From an optimization exercise on the open Yosys and OpenROAD flow, aimed at small area, a short achievable clock period and few clock cycles per item; shortcuts taken in it are not production practice.
In this exercise RTL edits were held to simulation tests only and were not proved equivalent to the original.

**flow/run.sh**
```bash
#!/bin/bash
set -euo pipefail
MARGIN=8.0
SETUP_SLACK_MARGIN=$MARGIN bash standard.sh SETUP_SLACK_MARGIN=$MARGIN finish > standard_flow.log 2>&1
```
**standard.sh**
```bash
#!/bin/bash
# synth_recipe.tcl (not shown) runs the flow's synth.tcl, then flattens the netlist and writes it again
# the make line also repeats each setting of config.mk as NAME=value (left out here)
make -C /OpenROAD-flow-scripts/flow DESIGN_CONFIG=/design/flow/config.mk WORK_HOME=/design/flow/orfs CLKGATE_MAP_FILE= SYNTH_SCRIPT=/design/flow/synth_recipe.tcl "${@:-finish}"
```
**config.mk**
```make
export PLATFORM = sky130hd
export DESIGN_NAME = chestnut_cordic
export DESIGN_NICKNAME = chestnut_cordic
export VERILOG_FILES = /design/flow/design.v
export SDC_FILE = /design/flow/constraint.sdc
export NUM_CORES = 4
export LEC_CHECK = 0
export CAP_MARGIN = 20
export CORE_MARGIN = 2
export CORE_UTILIZATION = 65
export PLACE_DENSITY = 0.75
export SLEW_MARGIN = 20
```
**constraint.sdc**
```tcl
create_clock -name core_clock -period 12.0 [get_ports {clk}]
set_input_delay 2.4000 -clock core_clock [delete_from_list [all_inputs] [get_ports {clk}]]
set_output_delay 2.4000 -clock core_clock [all_outputs]
set_load 0.01 [all_outputs]
```
**design.v**
```verilog
module chestnut_cordic (
    input  wire        clk,
    input  wire        rst,
    input  wire        in_valid,
    output wire        in_ready,
    input  wire [23:0] in_re,
    input  wire [23:0] in_im,
    input  wire [3:0]  in_ash,
    output reg         out_valid,
    output reg  [23:0] out_phase,
    output reg  [15:0] out_amp,
    output reg         out_sat
);
    assign in_ready = 1'b1;
    reg        v_in;
    reg [23:0] ar_in, ai_in;
    reg        sr_in, sg_in;
    reg [3:0]  ash_in;
    wire       in_sr = in_re[23], in_si = in_im[23];
    always @(posedge clk) begin
        v_in   <= in_valid & ~rst;
        ar_in  <= (in_re ^ {24{in_sr}}) + in_sr;
        ai_in  <= (in_im ^ {24{in_si}}) + in_si;
        sr_in  <= in_sr;                                    
        sg_in  <= ~(in_sr ^ in_si) | (in_im == 24'd0);      
        ash_in <= in_ash;
    end
    wire [24:0] x1q;
    wire [24:0] y1q;
    sk_add #(.W(25)) u_add1 (.a({1'b0, ar_in}), .b({1'b0, ai_in}), .cin(1'b0), .s(x1q));
    sk_add #(.W(25)) u_add2 (.a({1'b0, ai_in} ^ {25{~sg_in}}), .b({1'b0, ar_in} ^ {25{sg_in}}), .cin(1'b1), .s(y1q));
    wire [27:0] s0_i0_x = {x1q, 3'b000};
    wire [27:0] s0_i0_y = {y1q[24:0], 3'b000};
    reg        q0_v;
    reg [3:0]  q0_ash;
    reg [1:0] q0_b;
    reg [27:0] q0_x;
    reg [27:0] q0_y;
    always @(posedge clk) begin
        q0_v   <= v_in & ~rst;
        q0_ash <= ash_in;
        q0_b   <= {sg_in, sr_in};
        q0_x   <= s0_i0_x;
        q0_y   <= s0_i0_y;
    end
    wire s1_i1_d = ~q0_y[27];
    wire s1_i1_ry = q0_y[0] & (q0_y[1]);
    wire [27:0] s1_i1_xn;
    sk_add #(.W(28)) u_add3 (.a(q0_x), .b({2'd0, q0_y[26:1] ^ {26{q0_y[27]}}}), .cin(s1_i1_ry ^ q0_y[27]), .s(s1_i1_xn));
    wire s1_i1_rx = q0_x[0] & (q0_x[1]);
    wire [27:0] s1_i1_yn;
    sk_add #(.W(28)) u_add4 (.a(q0_y[27:0]), .b({1'd0, q0_x[27:1]} ^ {28{s1_i1_d}}), .cin(s1_i1_rx ^ s1_i1_d), .s(s1_i1_yn));
    reg        q1_v;
    reg [3:0]  q1_ash;
    reg [2:0] q1_b;
    reg [27:0] q1_x;
    reg [27:0] q1_y;
    always @(posedge clk) begin
        q1_v   <= q0_v & ~rst;
        q1_ash <= q0_ash;
        q1_b   <= {s1_i1_d, q0_b};
        q1_x   <= s1_i1_xn;
        q1_y   <= s1_i1_yn;
    end
    wire s2_i2_d = ~q1_y[27];
    wire s2_i2_ry = q1_y[1] & (q1_y[2] | (|q1_y[0:0]));
    wire [27:0] s2_i2_xn;
    sk_add #(.W(28)) u_add5 (.a(q1_x), .b({3'd0, q1_y[26:2] ^ {25{q1_y[27]}}}), .cin(s2_i2_ry ^ q1_y[27]), .s(s2_i2_xn));
    wire s2_i2_rx = q1_x[1] & (q1_x[2] | (|q1_x[0:0]));
    wire [26:0] s2_i2_yn;
    sk_add #(.W(27)) u_add6 (.a(q1_y[26:0]), .b({1'd0, q1_x[27:2]} ^ {27{s2_i2_d}}), .cin(s2_i2_rx ^ s2_i2_d), .s(s2_i2_yn));
    reg        q2_v;
    reg [3:0]  q2_ash;
    reg [3:0] q2_b;
    reg [27:0] q2_x;
    reg [26:0] q2_y;
    always @(posedge clk) begin
        q2_v   <= q1_v & ~rst;
        q2_ash <= q1_ash;
        q2_b   <= {s2_i2_d, q1_b};
        q2_x   <= s2_i2_xn;
        q2_y   <= s2_i2_yn;
    end
    wire s3_i3_d = ~q2_y[26];
    wire s3_i3_ry = q2_y[2] & (q2_y[3] | (|q2_y[1:0]));
    wire [27:0] s3_i3_xn;
    sk_add #(.W(28)) u_add7 (.a(q2_x), .b({5'd0, q2_y[25:3] ^ {23{q2_y[26]}}}), .cin(s3_i3_ry ^ q2_y[26]), .s(s3_i3_xn));
    wire s3_i3_rx = q2_x[2] & (q2_x[3] | (|q2_x[1:0]));
    wire [25:0] s3_i3_yn;
    sk_add #(.W(26)) u_add8 (.a(q2_y[25:0]), .b({1'd0, q2_x[27:3]} ^ {26{s3_i3_d}}), .cin(s3_i3_rx ^ s3_i3_d), .s(s3_i3_yn));
    reg        q3_v;
    reg [3:0]  q3_ash;
    reg [4:0] q3_b;
    reg [27:0] q3_x;
    reg [25:0] q3_y;
    always @(posedge clk) begin
        q3_v   <= q2_v & ~rst;
        q3_ash <= q2_ash;
        q3_b   <= {s3_i3_d, q2_b};
        q3_x   <= s3_i3_xn;
        q3_y   <= s3_i3_yn;
    end
    wire s4_i4_d = ~q3_y[25];
    wire s4_i4_ry = q3_y[3] & (q3_y[4] | (|q3_y[2:0]));
    wire [27:0] s4_i4_xn;
    sk_add #(.W(28)) u_add9 (.a(q3_x), .b({7'd0, q3_y[24:4] ^ {21{q3_y[25]}}}), .cin(s4_i4_ry ^ q3_y[25]), .s(s4_i4_xn));
    wire s4_i4_rx = q3_x[3] & (q3_x[4] | (|q3_x[2:0]));
    wire [24:0] s4_i4_yn;
    sk_add #(.W(25)) u_add10 (.a(q3_y[24:0]), .b({1'd0, q3_x[27:4]} ^ {25{s4_i4_d}}), .cin(s4_i4_rx ^ s4_i4_d), .s(s4_i4_yn));
    reg        q4_v;
    reg [3:0]  q4_ash;
    reg [5:0] q4_b;
    reg [27:0] q4_x;
    reg [24:0] q4_y;
    always @(posedge clk) begin
        q4_v   <= q3_v & ~rst;
        q4_ash <= q3_ash;
        q4_b   <= {s4_i4_d, q3_b};
        q4_x   <= s4_i4_xn;
        q4_y   <= s4_i4_yn;
    end
    wire s5_i5_d = ~q4_y[24];
    wire s5_i5_ry = q4_y[4] & (q4_y[5] | (|q4_y[3:0]));
    wire [27:0] s5_i5_xn;
    sk_add #(.W(28)) u_add11 (.a(q4_x), .b({9'd0, q4_y[23:5] ^ {19{q4_y[24]}}}), .cin(s5_i5_ry ^ q4_y[24]), .s(s5_i5_xn));
    wire s5_i5_rx = q4_x[4] & (q4_x[5] | (|q4_x[3:0]));
    wire [23:0] s5_i5_yn;
    sk_add #(.W(24)) u_add12 (.a(q4_y[23:0]), .b({1'd0, q4_x[27:5]} ^ {24{s5_i5_d}}), .cin(s5_i5_rx ^ s5_i5_d), .s(s5_i5_yn));
    reg        q5_v;
    reg [3:0]  q5_ash;
    reg [6:0] q5_b;
    reg [27:0] q5_x;
    reg [23:0] q5_y;
    always @(posedge clk) begin
        q5_v   <= q4_v & ~rst;
        q5_ash <= q4_ash;
        q5_b   <= {s5_i5_d, q4_b};
        q5_x   <= s5_i5_xn;
        q5_y   <= s5_i5_yn;
    end
    wire s6_i6_d = ~q5_y[23];
    wire s6_i6_ry = q5_y[5] & (q5_y[6] | (|q5_y[4:0]));
    wire [27:0] s6_i6_xn;
    sk_add #(.W(28)) u_add13 (.a(q5_x), .b({11'd0, q5_y[22:6] ^ {17{q5_y[23]}}}), .cin(s6_i6_ry ^ q5_y[23]), .s(s6_i6_xn));
    wire s6_i6_rx = q5_x[5] & (q5_x[6] | (|q5_x[4:0]));
    wire [22:0] s6_i6_yn;
    sk_add #(.W(23)) u_add14 (.a(q5_y[22:0]), .b({1'd0, q5_x[27:6]} ^ {23{s6_i6_d}}), .cin(s6_i6_rx ^ s6_i6_d), .s(s6_i6_yn));
    reg        q6_v;
    reg [3:0]  q6_ash;
    reg [7:0] q6_b;
    reg [27:0] q6_x;
    reg [22:0] q6_y;
    always @(posedge clk) begin
        q6_v   <= q5_v & ~rst;
        q6_ash <= q5_ash;
        q6_b   <= {s6_i6_d, q5_b};
        q6_x   <= s6_i6_xn;
        q6_y   <= s6_i6_yn;
    end
    wire s7_i7_d = ~q6_y[22];
    wire s7_i7_ry = q6_y[6] & (q6_y[7] | (|q6_y[5:0]));
    wire [27:0] s7_i7_xn;
    sk_add #(.W(28)) u_add15 (.a(q6_x), .b({13'd0, q6_y[21:7] ^ {15{q6_y[22]}}}), .cin(s7_i7_ry ^ q6_y[22]), .s(s7_i7_xn));
    wire s7_i7_rx = q6_x[6] & (q6_x[7] | (|q6_x[5:0]));
    wire [21:0] s7_i7_yn;
    sk_add #(.W(22)) u_add16 (.a(q6_y[21:0]), .b({1'd0, q6_x[27:7]} ^ {22{s7_i7_d}}), .cin(s7_i7_rx ^ s7_i7_d), .s(s7_i7_yn));
    reg        q7_v;
    reg [3:0]  q7_ash;
    reg [8:0] q7_b;
    reg [27:0] q7_x;
    reg [21:0] q7_y;
    always @(posedge clk) begin
        q7_v   <= q6_v & ~rst;
        q7_ash <= q6_ash;
        q7_b   <= {s7_i7_d, q6_b};
        q7_x   <= s7_i7_xn;
        q7_y   <= s7_i7_yn;
    end
    wire s8_i8_d = ~q7_y[21];
    wire s8_i8_ry = q7_y[7] & (q7_y[8] | (|q7_y[6:0]));
    wire [27:0] s8_i8_xn;
    sk_add #(.W(28)) u_add17 (.a(q7_x), .b({15'd0, q7_y[20:8] ^ {13{q7_y[21]}}}), .cin(s8_i8_ry ^ q7_y[21]), .s(s8_i8_xn));
    wire s8_i8_rx = q7_x[7] & (q7_x[8] | (|q7_x[6:0]));
    wire [20:0] s8_i8_yn;
    sk_add #(.W(21)) u_add18 (.a(q7_y[20:0]), .b({1'd0, q7_x[27:8]} ^ {21{s8_i8_d}}), .cin(s8_i8_rx ^ s8_i8_d), .s(s8_i8_yn));
    reg        q8_v;
    reg [3:0]  q8_ash;
    reg [9:0] q8_b;
    reg [27:0] q8_x;
    reg [20:0] q8_y;
    always @(posedge clk) begin
        q8_v   <= q7_v & ~rst;
        q8_ash <= q7_ash;
        q8_b   <= {s8_i8_d, q7_b};
        q8_x   <= s8_i8_xn;
        q8_y   <= s8_i8_yn;
    end
    wire s9_i9_d = ~q8_y[20];
    wire s9_i9_ry = q8_y[8] & (q8_y[9] | (|q8_y[7:0]));
    wire [27:0] s9_i9_xn;
    sk_add #(.W(28)) u_add19 (.a(q8_x), .b({17'd0, q8_y[19:9] ^ {11{q8_y[20]}}}), .cin(s9_i9_ry ^ q8_y[20]), .s(s9_i9_xn));
    wire s9_i9_rx = q8_x[8] & (q8_x[9] | (|q8_x[7:0]));
    wire [19:0] s9_i9_yn;
    sk_add #(.W(20)) u_add20 (.a(q8_y[19:0]), .b({1'd0, q8_x[27:9]} ^ {20{s9_i9_d}}), .cin(s9_i9_rx ^ s9_i9_d), .s(s9_i9_yn));
    reg        q9_v;
    reg [3:0]  q9_ash;
    reg [10:0] q9_b;
    reg [27:0] q9_x;
    reg [19:0] q9_y;
    always @(posedge clk) begin
        q9_v   <= q8_v & ~rst;
        q9_ash <= q8_ash;
        q9_b   <= {s9_i9_d, q8_b};
        q9_x   <= s9_i9_xn;
        q9_y   <= s9_i9_yn;
    end
    wire s10_i10_d = ~q9_y[19];
    wire s10_i10_ry = q9_y[9] & (q9_y[10] | (|q9_y[8:0]));
    wire [27:0] s10_i10_xn;
    sk_add #(.W(28)) u_add21 (.a(q9_x), .b({19'd0, q9_y[18:10] ^ {9{q9_y[19]}}}), .cin(s10_i10_ry ^ q9_y[19]), .s(s10_i10_xn));
    wire s10_i10_rx = q9_x[9] & (q9_x[10] | (|q9_x[8:0]));
    wire [18:0] s10_i10_yn;
    sk_add #(.W(19)) u_add22 (.a(q9_y[18:0]), .b({1'd0, q9_x[27:10]} ^ {19{s10_i10_d}}), .cin(s10_i10_rx ^ s10_i10_d), .s(s10_i10_yn));
    reg        q10_v;
    reg [3:0]  q10_ash;
    reg [11:0] q10_b;
    reg [27:0] q10_x;
    reg [18:0] q10_y;
    always @(posedge clk) begin
        q10_v   <= q9_v & ~rst;
        q10_ash <= q9_ash;
        q10_b   <= {s10_i10_d, q9_b};
        q10_x   <= s10_i10_xn;
        q10_y   <= s10_i10_yn;
    end
    wire s11_i11_d = ~q10_y[18];
    wire s11_i11_ry = q10_y[10] & (q10_y[11] | (|q10_y[9:0]));
    wire [27:0] s11_i11_xn;
    sk_add #(.W(28)) u_add23 (.a(q10_x), .b({21'd0, q10_y[17:11] ^ {7{q10_y[18]}}}), .cin(s11_i11_ry ^ q10_y[18]), .s(s11_i11_xn));
    wire s11_i11_rx = q10_x[10] & (q10_x[11] | (|q10_x[9:0]));
    wire [17:0] s11_i11_yn;
    sk_add #(.W(18)) u_add24 (.a(q10_y[17:0]), .b({1'd0, q10_x[27:11]} ^ {18{s11_i11_d}}), .cin(s11_i11_rx ^ s11_i11_d), .s(s11_i11_yn));
    reg        q11_v;
    reg [3:0]  q11_ash;
    reg [12:0] q11_b;
    reg [27:0] q11_x;
    reg [17:0] q11_y;
    always @(posedge clk) begin
        q11_v   <= q10_v & ~rst;
        q11_ash <= q10_ash;
        q11_b   <= {s11_i11_d, q10_b};
        q11_x   <= s11_i11_xn;
        q11_y   <= s11_i11_yn;
    end
    wire s12_i12_d = ~q11_y[17];
    wire s12_i12_ry = q11_y[11] & (q11_y[12] | (|q11_y[10:0]));
    wire [27:0] s12_i12_xn;
    sk_add #(.W(28)) u_add25 (.a(q11_x), .b({23'd0, q11_y[16:12] ^ {5{q11_y[17]}}}), .cin(s12_i12_ry ^ q11_y[17]), .s(s12_i12_xn));
    wire s12_i12_rx = q11_x[11] & (q11_x[12] | (|q11_x[10:0]));
    wire [16:0] s12_i12_yn;
    sk_add #(.W(17)) u_add26 (.a(q11_y[16:0]), .b({1'd0, q11_x[27:12]} ^ {17{s12_i12_d}}), .cin(s12_i12_rx ^ s12_i12_d), .s(s12_i12_yn));
    reg        q12_v;
    reg [3:0]  q12_ash;
    reg [13:0] q12_b;
    reg [27:0] q12_x;
    reg [16:0] q12_y;
    always @(posedge clk) begin
        q12_v   <= q11_v & ~rst;
        q12_ash <= q11_ash;
        q12_b   <= {s12_i12_d, q11_b};
        q12_x   <= s12_i12_xn;
        q12_y   <= s12_i12_yn;
    end
    wire s13_i13_d = ~q12_y[16];
    wire s13_i13_ry = q12_y[12] & (q12_y[13] | (|q12_y[11:0]));
    wire [27:0] s13_i13_xn;
    sk_add #(.W(28)) u_add27 (.a(q12_x), .b({25'd0, q12_y[15:13] ^ {3{q12_y[16]}}}), .cin(s13_i13_ry ^ q12_y[16]), .s(s13_i13_xn));
    wire s13_i13_rx = q12_x[12] & (q12_x[13] | (|q12_x[11:0]));
    wire [15:0] s13_i13_yn;
    sk_add #(.W(16)) u_add28 (.a(q12_y[15:0]), .b({1'd0, q12_x[27:13]} ^ {16{s13_i13_d}}), .cin(s13_i13_rx ^ s13_i13_d), .s(s13_i13_yn));
    reg        q13_v;
    reg [3:0]  q13_ash;
    reg [14:0] q13_b;
    reg [27:0] q13_x;
    reg [15:0] q13_y;
    always @(posedge clk) begin
        q13_v   <= q12_v & ~rst;
        q13_ash <= q12_ash;
        q13_b   <= {s13_i13_d, q12_b};
        q13_x   <= s13_i13_xn;
        q13_y   <= s13_i13_yn;
    end
    wire s14_i14_d = ~q13_y[15];
    wire s14_i14_ry = q13_y[13] & (q13_y[14] | (|q13_y[12:0]));
    wire [27:0] s14_i14_xn;
    sk_add #(.W(28)) u_add29 (.a(q13_x), .b({27'd0, q13_y[14:14] ^ {1{q13_y[15]}}}), .cin(s14_i14_ry ^ q13_y[15]), .s(s14_i14_xn));
    wire s14_i14_rx = q13_x[13] & (q13_x[14] | (|q13_x[12:0]));
    wire [14:0] s14_i14_yn;
    sk_add #(.W(15)) u_add30 (.a(q13_y[14:0]), .b({1'd0, q13_x[27:14]} ^ {15{s14_i14_d}}), .cin(s14_i14_rx ^ s14_i14_d), .s(s14_i14_yn));
    reg        q14_v;
    reg [3:0]  q14_ash;
    reg [15:0] q14_b;
    reg [27:0] q14_x;
    reg [14:0] q14_y;
    always @(posedge clk) begin
        q14_v   <= q13_v & ~rst;
        q14_ash <= q13_ash;
        q14_b   <= {s14_i14_d, q13_b};
        q14_x   <= s14_i14_xn;
        q14_y   <= s14_i14_yn;
    end
    wire s15_i15_d = ~q14_y[14];
    wire s15_i15_rx = q14_x[14] & (q14_x[15] | (|q14_x[13:0]));
    wire [13:0] s15_i15_yn;
    sk_add #(.W(14)) u_add31 (.a(q14_y[13:0]), .b({1'd0, q14_x[27:15]} ^ {14{s15_i15_d}}), .cin(s15_i15_rx ^ s15_i15_d), .s(s15_i15_yn));
    reg        q15_v;
    reg [16:0] q15_b;
    reg [13:0] q15_xh;
    reg [13:0] q15_y;
    always @(posedge clk) begin
        q15_v   <= q14_v & ~rst;
        q15_b   <= {s15_i15_d, q14_b};
        q15_xh  <= {q14_x[27:15], |q14_x[14:0]};
        q15_y   <= s15_i15_yn;
    end
    wire [27:0] q15_x = {q15_xh, 14'd0};
    wire s16_i16_d = ~q15_y[13];
    wire s16_i16_rx = q15_x[15] & (q15_x[16] | (|q15_x[14:0]));
    wire [12:0] s16_i16_yn;
    sk_add #(.W(13)) u_add32 (.a(q15_y[12:0]), .b({1'd0, q15_x[27:16]} ^ {13{s16_i16_d}}), .cin(s16_i16_rx ^ s16_i16_d), .s(s16_i16_yn));
    reg        q16_v;
    reg [17:0] q16_b;
    reg [12:0] q16_xh;
    reg [12:0] q16_y;
    always @(posedge clk) begin
        q16_v   <= q15_v & ~rst;
        q16_b   <= {s16_i16_d, q15_b};
        q16_xh  <= {q15_x[27:16], |q15_x[15:0]};
        q16_y   <= s16_i16_yn;
    end
    wire [27:0] q16_x = {q16_xh, 15'd0};
    wire s17_i17_d = ~q16_y[12];
    wire s17_i17_rx = q16_x[16] & (q16_x[17] | (|q16_x[15:0]));
    wire [11:0] s17_i17_yn;
    sk_add #(.W(12)) u_add33 (.a(q16_y[11:0]), .b({1'd0, q16_x[27:17]} ^ {12{s17_i17_d}}), .cin(s17_i17_rx ^ s17_i17_d), .s(s17_i17_yn));
    reg        q17_v;
    reg [18:0] q17_b;
    reg [11:0] q17_xh;
    reg [11:0] q17_y;
    always @(posedge clk) begin
        q17_v   <= q16_v & ~rst;
        q17_b   <= {s17_i17_d, q16_b};
        q17_xh  <= {q16_x[27:17], |q16_x[16:0]};
        q17_y   <= s17_i17_yn;
    end
    wire [27:0] q17_x = {q17_xh, 16'd0};
    wire s18_i18_d = ~q17_y[11];
    wire s18_i18_rx = q17_x[17] & (q17_x[18] | (|q17_x[16:0]));
    wire [10:0] s18_i18_yn;
    sk_add #(.W(11)) u_add34 (.a(q17_y[10:0]), .b({1'd0, q17_x[27:18]} ^ {11{s18_i18_d}}), .cin(s18_i18_rx ^ s18_i18_d), .s(s18_i18_yn));
    reg        q18_v;
    reg [19:0] q18_b;
    reg [10:0] q18_xh;
    reg [10:0] q18_y;
    always @(posedge clk) begin
        q18_v   <= q17_v & ~rst;
        q18_b   <= {s18_i18_d, q17_b};
        q18_xh  <= {q17_x[27:18], |q17_x[17:0]};
        q18_y   <= s18_i18_yn;
    end
    wire [27:0] q18_x = {q18_xh, 17'd0};
    wire s19_i19_d = ~q18_y[10];
    wire s19_i19_rx = q18_x[18] & (q18_x[19] | (|q18_x[17:0]));
    wire [9:0] s19_i19_yn;
    sk_add #(.W(10)) u_add35 (.a(q18_y[9:0]), .b({1'd0, q18_x[27:19]} ^ {10{s19_i19_d}}), .cin(s19_i19_rx ^ s19_i19_d), .s(s19_i19_yn));
    reg        q19_v;
    reg [20:0] q19_b;
    reg [9:0] q19_xh;
    reg [9:0] q19_y;
    always @(posedge clk) begin
        q19_v   <= q18_v & ~rst;
        q19_b   <= {s19_i19_d, q18_b};
        q19_xh  <= {q18_x[27:19], |q18_x[18:0]};
        q19_y   <= s19_i19_yn;
    end
    wire [27:0] q19_x = {q19_xh, 18'd0};
    wire s20_i20_d = ~q19_y[9];
    wire s20_i20_rx = q19_x[19] & (q19_x[20] | (|q19_x[18:0]));
    wire [8:0] s20_i20_yn;
    sk_add #(.W(9)) u_add36 (.a(q19_y[8:0]), .b({1'd0, q19_x[27:20]} ^ {9{s20_i20_d}}), .cin(s20_i20_rx ^ s20_i20_d), .s(s20_i20_yn));
    reg        q20_v;
    reg [21:0] q20_b;
    reg [8:0] q20_xh;
    reg [8:0] q20_y;
    always @(posedge clk) begin
        q20_v   <= q19_v & ~rst;
        q20_b   <= {s20_i20_d, q19_b};
        q20_xh  <= {q19_x[27:20], |q19_x[19:0]};
        q20_y   <= s20_i20_yn;
    end
    wire [27:0] q20_x = {q20_xh, 19'd0};
    wire s21_i21_d = ~q20_y[8];
    wire s21_i21_rx = q20_x[20] & (q20_x[21] | (|q20_x[19:0]));
    wire [7:0] s21_i21_yn;
    sk_add #(.W(8)) u_add37 (.a(q20_y[7:0]), .b({1'd0, q20_x[27:21]} ^ {8{s21_i21_d}}), .cin(s21_i21_rx ^ s21_i21_d), .s(s21_i21_yn));
    reg        q21_v;
    reg [22:0] q21_b;
    reg [7:0] q21_xh;
    reg [7:0] q21_y;
    always @(posedge clk) begin
        q21_v   <= q20_v & ~rst;
        q21_b   <= {s21_i21_d, q20_b};
        q21_xh  <= {q20_x[27:21], |q20_x[20:0]};
        q21_y   <= s21_i21_yn;
    end
    wire [27:0] q21_x = {q21_xh, 20'd0};
    wire s22_i22_d = ~q21_y[7];
    wire s22_i22_rx = q21_x[21] & (q21_x[22] | (|q21_x[20:0]));
    wire [6:0] s22_i22_yn;
    sk_add #(.W(7)) u_add38 (.a(q21_y[6:0]), .b({1'd0, q21_x[27:22]} ^ {7{s22_i22_d}}), .cin(s22_i22_rx ^ s22_i22_d), .s(s22_i22_yn));
    reg        q22_v;
    reg [23:0] q22_b;
    reg [6:0] q22_xh;
    reg [6:0] q22_y;
    always @(posedge clk) begin
        q22_v   <= q21_v & ~rst;
        q22_b   <= {s22_i22_d, q21_b};
        q22_xh  <= {q21_x[27:22], |q21_x[21:0]};
        q22_y   <= s22_i22_yn;
    end
    wire [27:0] q22_x = {q22_xh, 21'd0};
    wire s23_i23_d = ~q22_y[6];
    reg        q23_v;
    reg [24:0] q23_b;
    reg [5:0] q23_xh;
    always @(posedge clk) begin
        q23_v   <= q22_v & ~rst;
        q23_b   <= {s23_i23_d, q22_b};
        q23_xh  <= {q22_x[27:23], |q22_x[22:0]};
    end
    wire [27:0] q23_x = {q23_xh, 22'd0};
    reg [27:0] rom0;
    always @(*) begin
        case (q23_b[3:0])
            4'd0: rom0 = 28'd193957324;
            4'd1: rom0 = 28'd59739596;
            4'd2: rom0 = 28'd261066188;
            4'd3: rom0 = 28'd126848460;
            4'd4: rom0 = 28'd233574000;
            4'd5: rom0 = 28'd99356272;
            4'd6: rom0 = 28'd32247408;
            4'd7: rom0 = 28'd166465136;
            4'd8: rom0 = 28'd214889688;
            4'd9: rom0 = 28'd80671960;
            4'd10: rom0 = 28'd13563096;
            4'd11: rom0 = 28'd147780824;
            4'd12: rom0 = 28'd254506364;
            4'd13: rom0 = 28'd120288636;
            4'd14: rom0 = 28'd53179772;
            4'd15: rom0 = 28'd187397500;
            default: rom0 = 28'd0;
        endcase
    end
    reg [24:0] rom1;
    always @(*) begin
        case (q23_b[7:4])
            4'd0: rom1 = 25'd0;
            4'd1: rom1 = 25'd10625594;
            4'd2: rom1 = 25'd5333416;
            4'd3: rom1 = 25'd15959010;
            4'd4: rom1 = 25'd2669308;
            4'd5: rom1 = 25'd13294902;
            4'd6: rom1 = 25'd8002724;
            4'd7: rom1 = 25'd18628318;
            4'd8: rom1 = 25'd1334980;
            4'd9: rom1 = 25'd11960574;
            4'd10: rom1 = 25'd6668396;
            4'd11: rom1 = 25'd17293990;
            4'd12: rom1 = 25'd4004288;
            4'd13: rom1 = 25'd14629882;
            4'd14: rom1 = 25'd9337704;
            4'd15: rom1 = 25'd19963298;
            default: rom1 = 25'd0;
        endcase
    end
    reg [20:0] rom2;
    always @(*) begin
        case (q23_b[11:8])
            4'd0: rom2 = 21'd0;
            4'd1: rom2 = 21'd667530;
            4'd2: rom2 = 21'd333770;
            4'd3: rom2 = 21'd1001300;
            4'd4: rom2 = 21'd166886;
            4'd5: rom2 = 21'd834416;
            4'd6: rom2 = 21'd500656;
            4'd7: rom2 = 21'd1168186;
            4'd8: rom2 = 21'd83444;
            4'd9: rom2 = 21'd750974;
            4'd10: rom2 = 21'd417214;
            4'd11: rom2 = 21'd1084744;
            4'd12: rom2 = 21'd250330;
            4'd13: rom2 = 21'd917860;
            4'd14: rom2 = 21'd584100;
            4'd15: rom2 = 21'd1251630;
            default: rom2 = 21'd0;
        endcase
    end
    reg [16:0] rom3;
    always @(*) begin
        case (q23_b[15:12])
            4'd0: rom3 = 17'd0;
            4'd1: rom3 = 17'd41722;
            4'd2: rom3 = 17'd20860;
            4'd3: rom3 = 17'd62582;
            4'd4: rom3 = 17'd10430;
            4'd5: rom3 = 17'd52152;
            4'd6: rom3 = 17'd31290;
            4'd7: rom3 = 17'd73012;
            4'd8: rom3 = 17'd5216;
            4'd9: rom3 = 17'd46938;
            4'd10: rom3 = 17'd26076;
            4'd11: rom3 = 17'd67798;
            4'd12: rom3 = 17'd15646;
            4'd13: rom3 = 17'd57368;
            4'd14: rom3 = 17'd36506;
            4'd15: rom3 = 17'd78228;
            default: rom3 = 17'd0;
        endcase
    end
    reg [12:0] rom4;
    always @(*) begin
        case (q23_b[19:16])
            4'd0: rom4 = 13'd0;
            4'd1: rom4 = 13'd2608;
            4'd2: rom4 = 13'd1304;
            4'd3: rom4 = 13'd3912;
            4'd4: rom4 = 13'd652;
            4'd5: rom4 = 13'd3260;
            4'd6: rom4 = 13'd1956;
            4'd7: rom4 = 13'd4564;
            4'd8: rom4 = 13'd326;
            4'd9: rom4 = 13'd2934;
            4'd10: rom4 = 13'd1630;
            4'd11: rom4 = 13'd4238;
            4'd12: rom4 = 13'd978;
            4'd13: rom4 = 13'd3586;
            4'd14: rom4 = 13'd2282;
            4'd15: rom4 = 13'd4890;
            default: rom4 = 13'd0;
        endcase
    end
    reg [8:0] rom5;
    always @(*) begin
        case (q23_b[24:20])
            5'd0: rom5 = 9'd0;
            5'd1: rom5 = 9'd162;
            5'd2: rom5 = 9'd82;
            5'd3: rom5 = 9'd244;
            5'd4: rom5 = 9'd40;
            5'd5: rom5 = 9'd202;
            5'd6: rom5 = 9'd122;
            5'd7: rom5 = 9'd284;
            5'd8: rom5 = 9'd20;
            5'd9: rom5 = 9'd182;
            5'd10: rom5 = 9'd102;
            5'd11: rom5 = 9'd264;
            5'd12: rom5 = 9'd60;
            5'd13: rom5 = 9'd222;
            5'd14: rom5 = 9'd142;
            5'd15: rom5 = 9'd304;
            5'd16: rom5 = 9'd10;
            5'd17: rom5 = 9'd172;
            5'd18: rom5 = 9'd92;
            5'd19: rom5 = 9'd254;
            5'd20: rom5 = 9'd50;
            5'd21: rom5 = 9'd212;
            5'd22: rom5 = 9'd132;
            5'd23: rom5 = 9'd294;
            5'd24: rom5 = 9'd30;
            5'd25: rom5 = 9'd192;
            5'd26: rom5 = 9'd112;
            5'd27: rom5 = 9'd274;
            5'd28: rom5 = 9'd70;
            5'd29: rom5 = 9'd232;
            5'd30: rom5 = 9'd152;
            5'd31: rom5 = 9'd314;
            default: rom5 = 9'd0;
        endcase
    end
    reg [27:0] z1a;
    reg [21:0] z1b;
    reg [13:0] z1c;
    reg [3:0]  m1_ash, m2_ash;
    reg        m1_st, m2_st, m1_z, m2_z, z1_v;
    reg [24:0] pt;
    wire [42:0] xf = {15'd0, q14_x};
    wire [9:0]  ash_mask = ~(10'h3ff << q14_ash);
    wire [42:0] p = xf + (xf << 2) + (xf << 13) + (xf << 15) - (xf << 4) - (xf << 7) - (xf << 10);
    always @(posedge clk) begin
        pt    <= p[42:18];
        m2_ash <= q14_ash;
        m2_st <= (|xf[17:0]) | (|(xf[27:18] & ash_mask));
        m2_z  <= ~(|xf);
    end
    wire [24:0] vsh = pt >> m2_ash;
    wire        amp_r = vsh[0] & (m2_st | vsh[1]);
    wire [15:0] amp_q = vsh[16:1] + amp_r;
    wire        sat = (|vsh[24:17]) | (&vsh[16:0]);
    wire [17:0] a0 = {m2_z, sat, sat ? 16'hffff : amp_q};
    reg  [17:0] a1;
    always @(posedge clk) a1 <= a0;
    reg  [17:0] a2;
    always @(posedge clk) a2 <= a1;
    reg  [17:0] a3;
    always @(posedge clk) a3 <= a2;
    reg  [17:0] a4;
    always @(posedge clk) a4 <= a3;
    reg  [17:0] a5;
    always @(posedge clk) a5 <= a4;
    reg  [17:0] a6;
    always @(posedge clk) a6 <= a5;
    reg  [17:0] a7;
    always @(posedge clk) a7 <= a6;
    reg  [17:0] a8;
    always @(posedge clk) a8 <= a7;
    reg  [17:0] a9;
    always @(posedge clk) a9 <= a8;
    always @(posedge clk) begin
        z1a   <= rom0 + rom1;
        z1b   <= rom2 + rom3;
        z1c   <= rom4 + rom5;
        z1_v  <= q23_v & ~rst;
    end
    wire [4:0]  zlo = z1a[4:0] + z1b[4:0] + z1c[4:0];
    wire [27:0] zr  = z1a + z1b + z1c + 28'd7 + zlo[4];
    wire [23:0] ph = zr[27:4];
    always @(posedge clk) begin
        out_valid <= z1_v & ~rst;
        out_phase <= a9[17] ? 24'd0 : ph;
        out_amp   <= a9[15:0];
        out_sat   <= a9[16];
    end
endmodule
module ks_add #(parameter W = 8) (
    input  wire [W-1:0] a,
    input  wire [W-1:0] b,
    input  wire         cin,
    output wire [W-1:0] s
);
    localparam L = (W <= 2) ? 1 : (W <= 4) ? 2 : (W <= 8) ? 3 : (W <= 16) ? 4 : (W <= 32) ? 5 : 6;
    wire [W-1:0] g [0:L];
    wire [W-1:0] p [0:L];
    wire [W-1:0] p0 = a ^ b;
    assign g[0] = (a & b) | {{(W-1){1'b0}}, p0[0] & cin};
    assign p[0] = p0;
    genvar l, i;
    generate
        for (l = 0; l < L; l = l + 1) begin : lv
            for (i = 0; i < W; i = i + 1) begin : bt
                if (i >= (1 << l)) begin : c
                    assign g[l+1][i] = g[l][i] | (p[l][i] & g[l][i - (1 << l)]);
                    assign p[l+1][i] = p[l][i] & p[l][i - (1 << l)];
                end else begin : n
                    assign g[l+1][i] = g[l][i];
                    assign p[l+1][i] = p[l][i];
                end
            end
        end
    endgenerate
    assign s = p0 ^ {g[L][W-2:0], cin};
endmodule
module sk_add #(parameter W = 8) (
    input  wire [W-1:0] a,
    input  wire [W-1:0] b,
    input  wire         cin,
    output wire [W-1:0] s
);
    localparam L = (W <= 2) ? 1 : (W <= 4) ? 2 : (W <= 8) ? 3 : (W <= 16) ? 4 : (W <= 32) ? 5 : 6;
    wire [W-1:0] g [0:L];
    wire [W-1:0] p [0:L];
    wire [W-1:0] p0 = a ^ b;
    assign g[0] = (a & b) | {{(W-1){1'b0}}, p0[0] & cin};
    assign p[0] = p0;
    genvar l, i;
    generate
        for (l = 0; l < L; l = l + 1) begin : lv
            for (i = 0; i < W; i = i + 1) begin : bt
                if ((i >> l) & 1) begin : c
                    assign g[l+1][i] = g[l][i] | (p[l][i] & g[l][((i >> l) << l) - 1]);
                    assign p[l+1][i] = p[l][i] & p[l][((i >> l) << l) - 1];
                end else begin : n
                    assign g[l+1][i] = g[l][i];
                    assign p[l+1][i] = p[l][i];
                end
            end
        end
    endgenerate
    assign s = p0 ^ {g[L][W-2:0], cin};
endmodule
```
==> run notes <==
placed cells by master (no fill, tap or decap), types with 26 or more instances in the layout:
cell,netlist,final
dfxtp_1,1720,1675
xor2_1,429,427
dlygate4sd2_1,0,42
or2_2,27,26
ha_1,783,757
and3_1,62,55
clkbuf_16,0,172
mux2i_1,38,38
nand2_1,285,275
nor3_1,108,105
inv_1,834,808
nor2b_1,121,117
nor2_1,409,399
o21bai_1,43,43
o21ai_0,216,186
nand4_1,56,56
and2_1,41,38
fa_1,307,280
buf_4,3,129
a21oi_1,323,303
clkdlybuf4s50_1,0,49
xnor2_1,880,871
o21a_1,120,119
fa_2,0,27
o211ai_1,28,28
dfxtp_4,0,30
nand2b_1,68,67
clkbuf_8,1,36
a21o_1,121,121
nand3_1,105,97
a31oi_1,38,28
kinds of logic after synthesis:
| kind of cell | count (synthesis) |
|---|---|
| DFF | 1720 |
| muxes | 78 |
| and+or+nand+nor | 1416 |
| xor gates and xnor gates | 1309 |
| other | 1 |
| AOI/OAI and AO/OA | 1111 |
| adders and majority gates | 1091 |
| buffers and inverters | 986 |
final timing paths:
kind	start	cells after the start	slack, ns	end
hold / removal	q18_b[19]	0	0.32	q19_b[19]
setup / recovery	q14_x[12]	15	7.23	pt[22]
hold reg to reg	q18_b[19]	0	0.32	q19_b[19]
setup reg to reg	q14_x[12]	15	7.23	pt[22]
cell type report:
cell class	count	share of cell area, %
Clock buffer	232	5.27
Inverter	834	3.42
Sequential cell	1720	37.4
Multi-Input combinational cell	5006	48.0
Timing Repair Buffer	247	2.39
Tap cell	1637	2.22
Clock inverter	75	1.31
stage by stage:
| stage | setup WS, ns | util (%) |
|---|---|---|
| after floorplan | 7.51 | - |
| after global placement | 6.93 | 67.9 |
| after detailed placement | 6.87 | 67.9 |
| after CTS | 7.25 | 73.7 |
| after global routing | 7.07 | 74.7 |
| final | 7.23 | 74.7 |
routing by layer:
metal	up-vias	part of all wire (%)	GRT usage (%)	wire length [µm]
met3	294	3.4	3.42	5470
li1	26000	-	-	-
met4	2	2.7	7.90	4400
met2	818	49	45.0	79600
met5	-	0.0068	0	11
met1	24400	44	31.7	71600
what timing repair did:
item                       CTS  global route
gates resized for setup    177           189
buffers inserted            72            63
setup endpoints to repair  217           195
pin swaps                   76           112
gates cloned                 0             1
==> impl_metrics.env <==
export IMPL_cp_start_kind="register"
export IMPL_grt_max_degree=55
export IMPL_synth_top_family_by_area="adder cells"
export IMPL_synth_compound_area_share_pct=8.86
export IMPL_end_kind="register"
export IMPL_syn_area_mm2=0.0810
export IMPL_fill_cells=8592
export IMPL_yosys_area_share_adder_pct=19.7
export IMPL_async_reset_ff_share_pct=0
export IMPL_synth_xor_area_share_pct=14.2
export IMPL_fin_tns_setup_ns=0
export IMPL_worst_pin_slew_ns=1.04
export IMPL_cp_cell_sequence="buf_4, fa_1, fa_2, fa_1, ha_4, ha_4, nand3_4, or4_4, nand3_4, o31ai_4, o31a_1, o21a_2, o31ai_4, nor4_2, a311o_1"
export IMPL_cts_num_sinks=1720
export IMPL_relSlewSlack_pct=30.3
export IMPL_fp_dieArea_mm2=0.127
export IMPL_arrival_ns=5.43
export IMPL_syn_num_nets=8857
export IMPL_n_antenna_cell=0
export IMPL_viasPerCell=5.28
export IMPL_ant_nets=0
export IMPL_cts_buffers=168
export IMPL_hold_path_class="register to register"
export IMPL_first_global_vias=52600
export IMPL_fmax_ghz=0.210
export IMPL_insertion_delay_ns=0.80
export IMPL_finalNetCount=9122
export IMPL_synth_area_leader_cell="dfxtp_1"
export IMPL_whs_ns=0.316
export IMPL_cp_top_family="adder cells"
export IMPL_grt_total_usage_pct=25.3
export IMPL_hold_viol_final=0
export IMPL_start_util_pct=65.5
export IMPL_worst_path_buf_inv=1
export IMPL_route_vias_total=51500
export IMPL_synth_cell_type_count=98
export IMPL_drt_initial_drc_count=2558
export IMPL_synth_warnings=23
export IMPL_slowest_delay_ns=0.59
export IMPL_required_ns=12.66
export IMPL_wl_per_cell_um=16.5
export IMPL_grt_overflow_total=0
export IMPL_synth_top_cell_area_share_pct=42.5
export IMPL_synth_most_common_cell="dfxtp_1"
export IMPL_place_gp_congestion=0.866
export IMPL_core_mm2=0.124
export IMPL_num_rows=129
export IMPL_area_growth_pct=14.1
export IMPL_hold_buffers=0
export IMPL_synth_seq_area_share_pct=42.5
export IMPL_finalCritPeriodShare_pct=39.8
export IMPL_drt_pass1_iterations=7
export IMPL_postSynthCellCount=7712
export IMPL_design_area_mm2=0.0923
export IMPL_path_class="register to register"
export IMPL_layout_drive_gt1_share_pct=10.2
export IMPL_cts_root_buf="clkbuf_16"
export IMPL_finalNonFillerCells=9751
export IMPL_rsz0062_at_grt="true"
export IMPL_port_buffers=96
export IMPL_fp_dieW_um=357
export IMPL_multi_input_area_mm2=0.0443
export IMPL_synth_flop_cell="dfxtp_1"
export IMPL_drt_total_wl_um=161000
export IMPL_register_area_mm2=0.0346
export IMPL_drv_slew=0
export IMPL_route_detailed_drc=0
export IMPL_crit_slowest_cell="fa_2"
export IMPL_min_period_ns=4.77
export IMPL_place_area_mm2=0.0839
export IMPL_clk_pin_slew_worst_paths_ns=0.06
export IMPL_synth_area_top_cells="dfxtp_1, ha_1, xnor2_1"
export IMPL_avgSynthCellArea_um2=10.5
export IMPL_ys_seq_elements=1720
export IMPL_dp_cells=9308
export IMPL_ios=98
export IMPL_cts_tree="yes"
export IMPL_grt_first_pass_wirelength_um=261000
export IMPL_drv_cap=0
export IMPL_antenna_found_initial=2
export IMPL_synth_edf_count=0
export IMPL_clockBufferDepth=3
export IMPL_critPathMaxFanout=6
export IMPL_status="finished clean"
export IMPL_final_setup_skew_ns=0.0293
export IMPL_yosys_top_cells_count="dfxtp_1, xnor2_1, inv_1, ha_1, xor2_1"
export IMPL_synthSimpleGateAreaFrac_pct=8.70
export IMPL_dp_hpwl_um=121000
export IMPL_synthMuxAreaShare_pct=1.37
export IMPL_h_tree_depth=4
export IMPL_die_h_um=357
export IMPL_setup_viol=0
Testbench counts, summed over its fixed seeds: cycles 12,216, items 12,000.

[static timing again, ports no longer ideal]
Ports are ideal in the flow. The routed layout listed here was re-timed in OpenROAD. Step 1 (the two cells are an assumption about what drives the block):
set clk [get_ports {clk}]
set_driving_cell -lib_cell sky130_fd_sc_hd__clkbuf_16 $clk
set_driving_cell -lib_cell sky130_fd_sc_hd__buf_2 [delete_from_list [all_inputs] $clk]
Step 2 moves the port delays by t, midway between the first and last clock arrival at a register: inputs arrive t later, outputs are due t later. That takes back most of the time a late clock gives input paths. Slacks: ideal ports / drivers / drivers and shift; pairs: ideal ports / drivers.
t (ns): 0.871
setup WS [ns]: 7.229 / 7.229 / 7.229
hold WS [ns]: 0.316 / 0.316 / 0.316
worst register clock-pin slew, ns: 0.07 / 0.07
After both steps this run still meets setup and hold. For this run, drivers alone change the setup slack by 0.000 ns; drivers and shift together by 0.000 ns.
